Source: an optimization exercise on an open RTL-to-GDS flow (aim: small area and a short achievable clock period). Production flows keep margins and buffers that such runs may drop. The RTL was checked by simulation tests, not by an equivalence proof against the original design.

`flow/config.mk`:
```
export PLATFORM = sky130hd
export DESIGN_NAME = nr_temporal
export DESIGN_NICKNAME = nr_temporal
export VERILOG_FILES = /design/flow/design.v
export SDC_FILE = /design/flow/constraint.sdc
export NUM_CORES = 4
export LEC_CHECK = 0
export CAP_MARGIN = 20
export CORE_MARGIN = 2
export CORE_UTILIZATION = 40
export SLEW_MARGIN = 20
```
`flow/constraint.sdc`:
```
create_clock -name core_clock -period 80.0 [get_ports {clk}]
set_input_delay 16.0000 -clock core_clock [delete_from_list [all_inputs] [get_ports {clk}]]
set_output_delay 16.0000 -clock core_clock [all_outputs]
set_load 0.01 [all_outputs]
```
`flow/design.v`:
```
module nr_temporal (
    input  wire        clk,
    input  wire        rst,
    input  wire        cfg_we,
    input  wire [5:0]  cfg_addr,
    input  wire [31:0] cfg_wdata,
    input  wire        in_valid,
    input  wire [15:0] in_cur,      
    input  wire [15:0] in_ref,      
    input  wire        in_ref_ok,   
    input  wire [1:0]  in_x,        
    input  wire [1:0]  in_y,        
    output reg         out_valid,
    output reg  [15:0] out_pix
);
    reg [16*17-1:0] nz_e;      
    reg [16*16-1:0] nz_o;      
    reg [6:0]  kw;
    reg [7:0]  mg_lo, mg_hi;
    reg        dither;
    reg [1:0]  bsel;      
    integer n;
    always @(posedge clk) begin
        if (rst) begin
            for (n = 0; n < 17; n = n + 1)
                nz_e[16*n +: 16] <= 16'd16;
            for (n = 0; n < 16; n = n + 1)
                nz_o[16*n +: 16] <= 16'd16;
            kw     <= 7'd16;
            mg_lo  <= 8'd32;
            mg_hi  <= 8'd64;
            dither <= 1'b0;
            bsel   <= 2'd2;
        end else if (cfg_we) begin
            for (n = 0; n < 17; n = n + 1)
                if (cfg_addr == 2 * n)
                    nz_e[16*n +: 16] <= cfg_wdata[15:0];
            for (n = 0; n < 16; n = n + 1)
                if (cfg_addr == 2 * n + 1)
                    nz_o[16*n +: 16] <= cfg_wdata[15:0];
            if (cfg_addr == 6'd33) begin
                if (cfg_wdata[6:0] != 7'd0 && cfg_wdata[6:0] <= 7'd64) begin
                    kw    <= cfg_wdata[6:0];
                    mg_lo <= cfg_wdata[15:8];
                    mg_hi <= cfg_wdata[23:16];
                end
            end else if (cfg_addr == 6'd34)
                dither <= cfg_wdata[0];
            else if (cfg_addr == 6'd35)
                bsel <= cfg_wdata[1:0];
        end
    end
    reg        p0_v;
    reg [15:0] p0_c, p0_r;
    reg [3:0]  p0_xy;
    always @(posedge clk) begin
        if (rst)
            p0_v <= 1'b0;
        else
            p0_v <= in_valid;
        p0_c  <= in_cur;
        p0_r  <= in_ref_ok ? in_ref : in_cur;
        p0_xy <= {in_y, in_x};
    end
    wire signed [16:0] d0   = $signed({1'b0, p0_c}) - $signed({1'b0, p0_r});
    wire [15:0]        ad0  = d0[16] ? -d0[15:0] : d0[15:0];
    reg [4:0]  knot;
    reg [10:0] pf;
    always @* begin
        case (bsel)
            2'd0:    begin knot = p0_c[7:3];   pf = {p0_c[2:0],  8'd0}; end
            2'd1:    begin knot = p0_c[9:5];   pf = {p0_c[4:0],  6'd0}; end
            2'd2:    begin knot = p0_c[11:7];  pf = {p0_c[6:0],  4'd0}; end
            default: begin knot = p0_c[15:11]; pf = p0_c[10:0];         end
        endcase
    end
    wire [4:0]  ie   = knot[4:1] + knot[0];    
    wire [15:0] kev  = nz_e[16*ie +: 16];
    wire [15:0] kod  = nz_o[16*knot[4:1] +: 16];
    wire [15:0] k_lo = knot[0] ? kod : kev;
    wire [15:0] k_hi = knot[0] ? kev : kod;
    wire signed [16:0] step = $signed({1'b0, k_hi}) - $signed({1'b0, k_lo});
    wire signed [28:0] prod = step * $signed({1'b0, pf});
    wire signed [28:0] frac = (prod + 29'sd1024) >>> 11;
    wire [15:0]        sig  = k_lo + frac[15:0];
    reg        p1_v;
    reg [15:0] p1_sig, p1_ad, p1_r;
    reg        p1_neg;
    reg [3:0]  p1_xy;
    always @(posedge clk) begin
        if (rst)
            p1_v <= 1'b0;
        else
            p1_v <= p0_v;
        p1_sig <= sig;
        p1_ad  <= ad0;
        p1_neg <= d0[16];
        p1_r   <= p0_r;
        p1_xy  <= p0_xy;
    end
    wire [23:0] lo_p = mg_lo * p1_sig;
    wire [23:0] hi_p = mg_hi * p1_sig;
    wire [19:0] glo  = lo_p[23:4];
    wire [19:0] ghi  = hi_p[23:4];
    wire [20:0] a2   = {1'b0, p1_ad, 4'b0000};
    wire [20:0] xa   = a2 - {1'b0, glo};
    wire [20:0] dn   = {1'b0, ghi} - {1'b0, glo};
    wire        le_lo = (a2 <= {1'b0, glo});
    wire        ge_hi = (a2 >= {1'b0, ghi});
    reg        p2_v;
    reg [19:0] p2_x, p2_den;
    reg        p2_low, p2_high;
    reg [15:0] p2_ad, p2_r;
    reg        p2_neg;
    reg [3:0]  p2_xy;
    always @(posedge clk) begin
        if (rst)
            p2_v <= 1'b0;
        else
            p2_v <= p1_v;
        p2_x    <= xa[19:0];
        p2_den  <= dn[19:0];
        p2_low  <= le_lo;
        p2_high <= ge_hi;
        p2_ad   <= p1_ad;
        p2_neg  <= p1_neg;
        p2_r    <= p1_r;
        p2_xy   <= p1_xy;
    end
    wire [5:0]  kspan = 7'd64 - kw;
    wire [25:0] num   = kspan * p2_x;
    wire [20:0] t5  = num[25:5] - {1'b0, p2_den};
    wire        q5  = ~t5[20];
    wire [24:0] r5  = {q5 ? t5[19:0] : num[24:5], num[4:0]};
    wire [20:0] t4  = r5[24:4] - {1'b0, p2_den};
    wire        q4  = ~t4[20];
    wire [23:0] r4  = {q4 ? t4[19:0] : r5[23:4], r5[3:0]};
    wire [20:0] t3  = r4[23:3] - {1'b0, p2_den};
    wire        q3  = ~t3[20];
    wire [22:0] r3  = {q3 ? t3[19:0] : r4[22:3], r4[2:0]};
    reg        p3_v;
    reg [22:0] p3_rem;
    reg [19:0] p3_den;
    reg [2:0]  p3_q;
    reg        p3_low, p3_high;
    reg [15:0] p3_ad, p3_r;
    reg        p3_neg;
    reg [3:0]  p3_xy;
    always @(posedge clk) begin
        if (rst)
            p3_v <= 1'b0;
        else
            p3_v <= p2_v;
        p3_rem  <= r3;
        p3_den  <= p2_den;
        p3_q    <= {q5, q4, q3};
        p3_low  <= p2_low;
        p3_high <= p2_high;
        p3_ad   <= p2_ad;
        p3_neg  <= p2_neg;
        p3_r    <= p2_r;
        p3_xy   <= p2_xy;
    end
    wire [20:0] t2  = p3_rem[22:2] - {1'b0, p3_den};
    wire        q2  = ~t2[20];
    wire [21:0] r2  = {q2 ? t2[19:0] : p3_rem[21:2], p3_rem[1:0]};
    wire [20:0] t1  = r2[21:1] - {1'b0, p3_den};
    wire        q1  = ~t1[20];
    wire [20:0] r1  = {q1 ? t1[19:0] : r2[20:1], r2[0]};
    wire [20:0] t0  = r1[20:0] - {1'b0, p3_den};
    wire        q0  = ~t0[20];
    reg [6:0] kk;
    always @* begin
        if (p3_low)
            kk = kw;
        else if (p3_high)
            kk = 7'd64;
        else
            kk = kw + {1'b0, p3_q, q2, q1, q0};
    end
    reg        p4_v;
    reg [6:0]  p4_k;
    reg [15:0] p4_ad, p4_r;
    reg        p4_neg;
    reg [3:0]  p4_xy;
    always @(posedge clk) begin
        if (rst)
            p4_v <= 1'b0;
        else
            p4_v <= p3_v;
        p4_k   <= kk;
        p4_ad  <= p3_ad;
        p4_neg <= p3_neg;
        p4_r   <= p3_r;
        p4_xy  <= p3_xy;
    end
    reg [3:0] m4;
    always @* begin
        case (p4_xy)
            4'd0:  m4 = 4'd0;   4'd1:  m4 = 4'd8;   4'd2:  m4 = 4'd2;   4'd3:  m4 = 4'd10;
            4'd4:  m4 = 4'd12;  4'd5:  m4 = 4'd4;   4'd6:  m4 = 4'd14;  4'd7:  m4 = 4'd6;
            4'd8:  m4 = 4'd3;   4'd9:  m4 = 4'd11;  4'd10: m4 = 4'd1;   4'd11: m4 = 4'd9;
            4'd12: m4 = 4'd15;  4'd13: m4 = 4'd7;   4'd14: m4 = 4'd13;  default: m4 = 4'd5;
        endcase
    end
    reg [15:0] pmax;
    always @* begin
        case (bsel)
            2'd0:    pmax = 16'h00FF;
            2'd1:    pmax = 16'h03FF;
            2'd2:    pmax = 16'h0FFF;
            default: pmax = 16'hFFFF;
        endcase
    end
    wire signed [16:0] dx    = $signed({p4_neg, p4_ad ^ {16{p4_neg}}});
    wire signed [24:0] rnd   = dither ? $signed({19'd0, m4, 2'b10}) : 25'sd32;
    wire signed [24:0] kneg  = p4_neg ? $signed({18'd0, p4_k}) : 25'sd0;
    wire signed [24:0] blend = $signed({1'b0, p4_k}) * dx + kneg + rnd;
    wire signed [24:0] corr  = blend >>> 6;
    wire signed [25:0] yt    = $signed({10'd0, p4_r}) + corr;
    wire [15:0]        ycl   = (yt < 0) ? 16'd0 :
                               (yt > $signed({10'd0, pmax})) ? pmax : yt[15:0];
    always @(posedge clk) begin
        if (rst)
            out_valid <= 1'b0;
        else
            out_valid <= p4_v;
        out_pix <= ycl;
    end
endmodule
```
`flow/run.sh`:
```
#!/bin/bash
# synth_recipe.tcl (not shown) runs the flow's synth.tcl, then flattens the netlist and writes it again
# the make line also repeats each setting of config.mk as NAME=value (left out here)
make -C /OpenROAD-flow-scripts/flow DESIGN_CONFIG=/design/flow/config.mk WORK_HOME=/design/flow/orfs CLKGATE_MAP_FILE= SYNTH_SCRIPT=/design/flow/synth_recipe.tcl finish
```
==> results_dict.tcl <==
set metrics [dict create \
    status "finished clean" \
    firstDrtPassIters 6 \
    overflow 0 \
    max_clock_freq_mhz 54.3 \
    cts_tree "done" \
    gp_congestion 0.899 \
    die_w_microns 409 \
    maxSlewViolCount 0 \
    cts_buffer_depth 3 \
    hold_buffers 0 \
    rr_endpoint "p1_sig[15]$_DFF_P_" \
    cts_setup_buffers 0 \
    syn_inst 7618 \
    grt_max_degree 153 \
    viasPerCell 5.32 \
    die_y_microns 409 \
    crit_fanout 26 \
    area_growth_pct 9.65 \
    placed_cell_area_sq_mm 0.0683 \
    drc 0 \
    critPathLaunchType "primary input" \
    hold_viol 0 \
    ctsResizeCount 0 \
    ioPinCount 96 \
    ant_nets 0 \
    h-tree-depth 3 \
    final_common_cell "nand2_1" \
    synth_edf_count 0 \
    reg2regPathDepth 51 \
    grt_pass1_vias 51995 \
    place_ws_ns 60.98 \
    vias 51892 \
    drt_iter0_markers 3443 \
    fp.dieArea_sq_mm 0.167 \
    cts.sinks 873 \
    place_hpwl_microns 134000 \
    cts-root-buf "clkbuf_16" \
    cp.arrival_ns 19.03 \
    finalCritPeriodShare 0.230 \
    final_cell_mix "nand2_1, dfxtp_1, inv_1, a21oi_1, ha_1" \
    final_util 0.441 \
    antenna_found_initial 2 \
    cp-end-kind "flop" \
    io_buffers 87 \
    setup_viol 0 \
    nets 8611 \
    ys.flop_type "dfxtp_1" \
    start_util 0.403 \
    critPathRequiredTime_ns 80.60 \
    critPathLaunch "cfg_addr[0]" \
    ys_seq_area_frac 0.267 \
    drv_cap 0 \
    synth_seq_cells 873 \
    core-area_sq_mm 0.163 \
    synth.distinct_cells 85 \
    min_from "p2_xy[0]$_DFF_P_" \
    final.setup.tns_ns 0 \
    drt-total-wl_microns 185000 \
    hold_end "p3_xy[0]$_DFF_P_" \
    fin_ws_ns 61.58 \
    r2r_slack_ns 64.53 \
    num_rows 148 \
    rsz0062_at_grt "no" \
    path_clk_slew_ns 0.06 \
    min_period_ns 18.42 \
    grtUsageTotal 0.220 \
    timing_worst_setup_path_type "primary input to flop" \
    final_area_sq_mm 0.0718 \
    yosysWarningCount 1 \
    worst_pin_slew_ns 1.10 \
    hold_class "flop to flop" \
    cts-buffers-inserted 93 \
    wl_per_cell_microns 18.9 \
    synthesis.area_sq_mm 0.0655 \
    syn_area_per_cell_sq_um 8.59 \
    maxSlewHeadroom 0.266 \
    reg2reg_from "bsel[0]$_SDFFE_PP0P_" \
    async_flop_share 0 \
    holdPathStages 0 \
    drive_gt1_frac 0.0678 \
    clk_latency_ns 0.74 \
    grt_pass1_wl_microns 292000 \
    synth_nets 8727 \
    fin_worst_skew_ns 0.0532 \
]
worst max-delay path by stage:
stage                             to  slack, ns  cells past startpoint
6_report          kw[4]$_SDFFE_PP1P_      61.58                      7
5_1_grt        mg_hi[4]$_SDFFE_PP0P_      61.52                      7
4_1_cts           kw[4]$_SDFFE_PP1P_      61.74                      7
3_5_place_dp      kw[4]$_SDFFE_PP1P_      60.98                      7
3_3_place_gp      kw[4]$_SDFFE_PP1P_      60.98                      7
2_1_floorplan     kw[0]$_SDFFE_PP0P_      61.79                      9
per-stage QoR:
stage	hold slack, ns	instances
finish	0.320	9756
global route	0.322	9754
CTS	0.321	9754
detailed placement	0.312	9582
global placement	0.310	9582
floorplan	0.310	7618
worst max-delay path, cell delays in order:
cell	delay (ns)
clkdlybuf4s50_1	0.47
buf_4	0.29
nand2b_1	0.26
nor3_1	0.58
and3_2	0.99
nor2b_1	0.11
a211o_1	0.29
cell families (layout without fill, tap and decap cells):
logic type	Yosys count	after routing	share of synthesized area
multiplexers	255	255	0.0654
flip-flops	873	873	0.267
AND/OR/NAND/NOR	2685	2685	0.183
AO/OA/AOI/OAI	1318	1318	0.120
other	0	2	0
adder cells (fa/ha/maj)	1030	1030	0.256
buffers and inverters	1139	1100	0.0661
XOR/XNOR	318	318	0.0433
flip-flops by register name, summed over array words and instances (netlist names), 8 cells and up:
register	count
p2_r	16
p3_ad	16
p1_ad	16
p1_r	16
p3_rem	23
p3_den	20
p4_ad	16
p2_ad	16
p0_c	16
p2_x	20
p2_den	20
mg_lo	8
p0_r	16
p4_r	16
nz_e	272
nz_o	256
p1_sig	16
out_pix	16
p3_r	16
mg_hi	8
cell usage after synthesis (22+ instances only):
library cell,n,share of area
a21oi_1,730,0.056
o21a_1,36,0.0041
fa_1,512,0.16
o21bai_1,36,0.0041
inv_1,760,0.044
dfxtp_1,873,0.27
nand3_1,88,0.0067
clkbuf_1,336,0.019
and2_1,323,0.031
a31oi_1,22,0.0021
nand2b_1,47,0.0045
nor3_1,79,0.0060
mux2_2,42,0.0072
xor2_1,128,0.017
and3_1,29,0.0028
o21ai_0,194,0.015
nor2_1,315,0.018
ha_1,518,0.099
a21o_1,63,0.0072
nor2b_1,91,0.0087
a211oi_1,43,0.0049
mux4_2,134,0.046
nand2_1,1582,0.091
nand3b_1,40,0.0046
mux2i_1,79,0.012
or3_1,23,0.0022
xnor2_1,186,0.025
layout make-up:
type / instances / area [sq um]
clock inverters: 51 / 867
well taps: 2175 / 2720
repair buffers: 164 / 1380
fillers: 15961 / 90800
inverters: 764 / 2870
flip-flops and latches: 873 / 17500
clock buffers: 121 / 2620
multi-input cells: 5606 / 43800
diodes: 2 / 5.00
per-layer routing:
layer,global-route usage,share of wire,up-vias
met2,0.380,0.49,1373
met4,0.0711,0.032,0
met1,0.284,0.43,25448
met3,0.0268,0.051,261
li1,-,-,24810
met5,0,0,-

[what the ideal ports hide]
How much do the figures lean on ideal ports? The routed layout below was timed once more, with nothing changed but the port constraints. Step 1 (the two cells are an assumption about what drives the block):
set clk [get_ports {clk}]
set_driving_cell -lib_cell sky130_fd_sc_hd__clkbuf_16 $clk
set_driving_cell -lib_cell sky130_fd_sc_hd__buf_2 [delete_from_list [all_inputs] $clk]
Step 2 moves the port delays by t, midway between the first and last clock arrival at a register: inputs arrive t later, outputs are due t later. That takes back most of the time a late clock gives input paths. Three values: no drivers, after step 1, after step 2; two values: the first two.
t (ns): 0.795
slack for setup (ns): 61.576 / 61.580 / 60.785
hold slack, ns: 0.320 / 0.320 / 0.320
worst setup path at the end: input to register
pins driven straight from the clock port: 1
After both steps setup and hold are still met in this run. For this run, drivers alone change the setup slack by +0.004 ns; drivers and shift together by -0.791 ns.
